Context: an optimization exercise on an open-source flow, tuned for small area and a short achievable clock period. The choices shown serve that exercise and are no tape-out recipe. Where RTL was checked, it was by simulation tests only, not by an equivalence proof against the original. The flow treats the clock pin as an ideal source, which a real chip does not have.

== job 105 ==
Design ecc_bch_codec, start of the top module:
module ecc_bch_codec (
    input  wire        clk,
    input  wire        rst,           
    input  wire        in_valid,
    input  wire [63:0] in_wdata,      
    input  wire [63:0] in_rdata,      
    input  wire [15:0] in_rcheck,     
    output reg         out_valid,
    output reg  [15:0] out_wcheck,    
    output reg  [63:0] out_data,      
    output reg         out_ce,        
    output reg         out_ue,        
    output reg  [1:0]  out_nbits      
);
    reg        v1;
    reg [63:0] wd1, rd1;
    reg [15:0] rc1;
    always @(posedge clk) begin
        v1  <= in_valid & ~rst;
        wd1 <= in_wdata;
        rd1 <= in_rdata;
        rc1 <= in_rcheck;
    end
    wire [15:0] wcheck;
    wire ex0;
    xor2 u_ex0 (.a(wd1[19]), .b(wd1[21]), .y(ex0));
    wire ex1;
    xor2 u_ex1 (.a(wd1[6]), .b(wd1[61]), .y(ex1));
    wire ex2;
    xor2 u_ex2 (.a(wd1[28]), .b(wd1[42]), .y(ex2));
    wire ex3;
  ...
Size in the first run: about 1500 cells after synthesis, ~230 flip-flops, ~230 I/O pins, roughly 15000 um^2 of cells after synthesis.
clock: 34.0 ns
lec_check: 0
cap_margin: 20
core_margin: 2
core_utilization: 40
slew_margin: 20
synth_hierarchical: 1
synth_minimum_keep_size: 0
standard.sh (not shown) runs the stock make flow with config.mk's settings and CLKGATE_MAP_FILE= SYNTH_SCRIPT=/design/flow/synth_recipe.tcl, a recipe that flattens the netlist after the stock synthesis.
==> flow/flow/run.sh <==
#!/bin/bash
# Own layout flow: the standard ORFS flow (standard.sh, unchanged synthesis),
# with a setup-slack target for OpenROAD's timing repair and a small buffer cell
# for the port buffers. Everything else is as the standard flow's layout.
set -euo pipefail
MARGIN=$(cat flow/margin.txt)
bash standard.sh \
  "SETUP_SLACK_MARGIN=${MARGIN}" \
  "BUFFER_PORTS_ARGS=-buffer_cell sky130_fd_sc_hd__buf_1" \
  finish > orfs_make.log 2>&1
==> flow/flow/margin.txt <==
25.0
Job 105 finished every stage and its layout cleared the timing, DRC and antenna checks.
The inputs of job 104 differ from those of job 105 as listed below.
==> flow/flow/margin.txt <==
26.0
- Per-cell via count in the routed design ends up lower on job 105.
- Number of cells on the critical path (job 104 vs. job 105) increases by more than 10%
- Looking at maximum cell stage delay along the critical path across job 105 and job 104, the one that comes out lower is job 104.
- NOTE count of clock-buffer cells in the layout job 105->job 104 increased by a little under 10%
- Looking at core utilization, job 104 sits 5.8 points higher than job 105 does.
- Job 104: met2 usage in global routing higher than job 105
- Compared with job 105, job 104 shows a higher non-clock buffer share of cell area.
- Largest fanout on the critical path: job 104 vs job 105 down 26
No run of this note included a check of the RTL's function; only the layout flow was run.

---

== job 5673 ==
ecc_bch_codec, a different RTL version from the one above (not shown whole).
For scale: ~1,300 cells after synthesis, roughly 12,000 um^2 of cells after synthesis.
Settings: LEC_CHECK=0, CAP_MARGIN=20, CORE_MARGIN=2, CORE_UTILIZATION=55, SLEW_MARGIN=20, SYNTH_HIERARCHICAL=1, SYNTH_MINIMUM_KEEP_SIZE=0; clock period 34.0 ns.
==> flow/flow/run.sh <==
#!/bin/bash
# Own layout flow: the standard ORFS flow (standard.sh, so the synthesis is
# the standard one), with these changes to how the layout is made:
#  - OpenROAD's timing repair aims at the setup slack in flow/margin.txt;
#  - the port buffers are sky130_fd_sc_hd__buf_1;
#  - any further make variables listed in flow/extra.txt (one per line);
#  - flow/post_cts.tcl, if present, runs at the end of ORFS's CTS step.
# The full make/ORFS output goes to orfs_make.log; ORFS keeps each step's log
# under orfs/logs/.
set -euo pipefail
MARGIN=$(cat flow/margin.txt)
EXTRA=()
if [[ -f flow/extra.txt ]]; then
  while IFS= read -r line; do [[ -n "$line" ]] && EXTRA+=("$line"); done < flow/extra.txt
fi
if [[ -f flow/post_cts.tcl ]]; then
  EXTRA+=("POST_CTS_TCL=$PWD/flow/post_cts.tcl")
fi
bash standard.sh \
  "SETUP_SLACK_MARGIN=${MARGIN}" \
  "BUFFER_PORTS_ARGS=-buffer_cell sky130_fd_sc_hd__buf_1" \
  "${EXTRA[@]}" \
  finish > orfs_make.log 2>&1
==> flow/flow/extra.txt <==
CTS_ARGS=-sink_clustering_enable -repair_clock_nets -buf_list sky130_fd_sc_hd__clkbuf_8 -dont_use_dummy_load
==> flow/flow/margin.txt <==
25.5
==> flow/flow/post_cts.tcl <==
# After CTS: a leaf clock buffer of the small type that drives many flip-flops
# is swapped for the larger clock buffer, to keep the flip-flop clock slew low.
set changed 0
foreach inst [get_cells clkbuf_*] {
  if {[get_property $inst ref_name] ne "sky130_fd_sc_hd__clkbuf_8"} { continue }
  set out [get_pins -of_objects $inst -filter "direction==output"]
  set n [llength [get_pins -of_objects [get_nets -of_objects $out] -filter "direction==input"]]
  if {$n >= 18} {
    puts "post_cts: [get_full_name $inst] drives $n pins, now sky130_fd_sc_hd__clkbuf_16"
    replace_cell $inst sky130_fd_sc_hd__clkbuf_16
    incr changed
  }
}
if {$changed} { detailed_placement }
Edits applied to the flow inputs when going from job 5673 to job 8640:
diff --git a/flow/config.mk b/flow/config.mk
--- a/flow/config.mk
+++ b/flow/config.mk
@@ -8,5 +8,5 @@
 export CAP_MARGIN = 20
 export CORE_MARGIN = 2
-export CORE_UTILIZATION = 55
+export CORE_UTILIZATION = 40
 export SLEW_MARGIN = 20
 export SYNTH_HIERARCHICAL = 1
Findings:
- Having completed the whole flow, job 8640 delivered a layout that passed the timing, DRC and antenna checks.
- Compared with job 5673, job 8640 improves number of violations reported at the end of detailed-routing iteration 0.
- Going from job 5673 to job 8640, sum of met2 wire segment lengths after detailed routing grew slightly.
- Job 8640: setup slack is 0.013 ns higher than what job 5673 reported.
- Job 8640 vs job 5673, starting density of the core went down by 16 points.
- Job 8640 vs. job 5673: sequential fraction of total cell area decreased by 0.42 points relative to the old numbers; minimum clock period decreased by 0.013 ns relative to the old numbers; hold slack increased by 0.033 ns relative to the old numbers; non-clock buffer total of the final layout decreased by 2 relative to the old numbers.
> inputs changed (job 8640 -> job 1933)
diff --git a/flow/config.mk b/flow/config.mk
--- a/flow/config.mk
+++ b/flow/config.mk
@@ -8,5 +8,5 @@
 export CAP_MARGIN = 20
 export CORE_MARGIN = 2
-export CORE_UTILIZATION = 40
+export CORE_UTILIZATION = 70
 export SLEW_MARGIN = 20
 export SYNTH_HIERARCHICAL = 1
Notes after the runs:
- Job 8640 completed end to end with timing, DRC and antenna clean.
- The flow did not stop early for job 1933: all stages ran, and the layout cleared the timing, DRC and antenna checks.
- Looking at non-clock buffer count in the final layout, job 1933 sits above job 8640.
- In job 1933, global-route wire length before repair is higher than in job 8640.
- Job 1933 against job 8640; wire length is up by more than 10%.
- Starting density of the core (higher): job 1933
- The routed via count of job 1933 is higher than that of job 8640.
- The critical path buffer and inverter count was comparable across job 1933 and job 8640.
- [compare] base=job 8640 new=job 1933: area after synthesis has remained practically unchanged; worst-case setup margin in the final layout fell 0.14 ns.
- Job 1933 ended up with s31_r as its capturing element of the worst setup path; job 8640 ended up with par_r_p0.
- Die: job 1933 smaller than job 8640
- Against job 8640, job 1933 comes in about 110% higher on first-iteration DRC count.
- NOTE finished layout cell area job 8640->job 1933 decreased by a few percent
The following lists how job 1291 was set up differently from job 1933:
==> flow/flow/margin.txt <==
25.7
diff --git a/flow/config.mk b/flow/config.mk
--- a/flow/config.mk
+++ b/flow/config.mk
@@ -8,5 +8,5 @@
 export CAP_MARGIN = 20
 export CORE_MARGIN = 2
-export CORE_UTILIZATION = 70
+export CORE_UTILIZATION = 55
 export SLEW_MARGIN = 20
 export SYNTH_HIERARCHICAL = 1
## What came out
As far as post-route antenna net violation count goes, job 1933 and job 1291 are indistinguishable; the numbers are identical. Between job 1933 and job 1291, the sum of routed wire segments on met1 is higher for job 1291. Against job 1933, job 1291 comes in 1.4 points lower on proportion of cell area occupied by registers. [compare] base=job 1933 new=job 1291: fmax increased by 3.6 MHz relative to the old numbers, number of signal-net buffers in the layout increased by 15 relative to the old numbers.
Edits applied to the flow inputs when going from job 1291 to job 1687:
==> flow/flow/margin.txt <==
25.6
diff --git a/flow/config.mk b/flow/config.mk
--- a/flow/config.mk
+++ b/flow/config.mk
@@ -8,5 +8,5 @@
 export CAP_MARGIN = 20
 export CORE_MARGIN = 2
-export CORE_UTILIZATION = 55
+export CORE_UTILIZATION = 40
 export SLEW_MARGIN = 20
 export SYNTH_HIERARCHICAL = 1
Findings:
Job 1687 vs job 1291, capturing instance or port of the critical path: wc0_r vs s35_r
Lower slew at the pin with the worst max-slew slack was reported by job 1291, not job 1687.
Taking job 1291 as the reference, in job 1687 number of fill cells in the layout shows an increase of about 60%; design area shows a reduction of 210 um^2; number of antenna violations at the first check in global routing shows an increase of 1; delay of the slowest critical-path stage shows an increase of 0.04 ns; reg-to-reg setup timing slack shows a reduction of 0.20 ns.

-- port drivers added, routing unchanged --
The flow's constraints put no driver on any port. The routed layouts listed below were extracted and timed again, unchanged, in two steps. Step 1 (the two cells are an assumption about what drives the block):
set clk [get_ports {clk}]
set_driving_cell -lib_cell sky130_fd_sc_hd__clkbuf_16 $clk
set_driving_cell -lib_cell sky130_fd_sc_hd__buf_2 [delete_from_list [all_inputs] $clk]
Step 2 also shifts input and output timing later by t, the mid clock arrival at the registers, as if the neighbouring blocks saw the same clock. Three values: ideal ports, drivers, drivers and shift; two values: the first two.
run	shift t [ns]	setup WS [ns]	latest minus earliest clock arrival (ns)
job 105	0.544	25.127 / 25.127 / 25.127	0.013 / 0.013
job 104	0.572	25.673 / 25.673 / 25.673	0.018 / 0.018
job 5673	0.509	25.555 / 25.556 / 25.047	0.035 / 0.036
job 8640	0.504	25.568 / 25.589 / 25.085	0.044 / 0.045
job 1933	0.494	25.430 / 25.440 / 24.946	0.035 / 0.035
job 1291	0.489	25.685 / 25.703 / 25.214	0.028 / 0.028
job 1687	0.499	25.632 / 25.656 / 25.156	0.047 / 0.047
After both steps every run listed still meets setup and hold. For job 5673, which loses most, drivers alone change the setup slack by +0.001 ns; drivers and shift together by -0.508 ns.
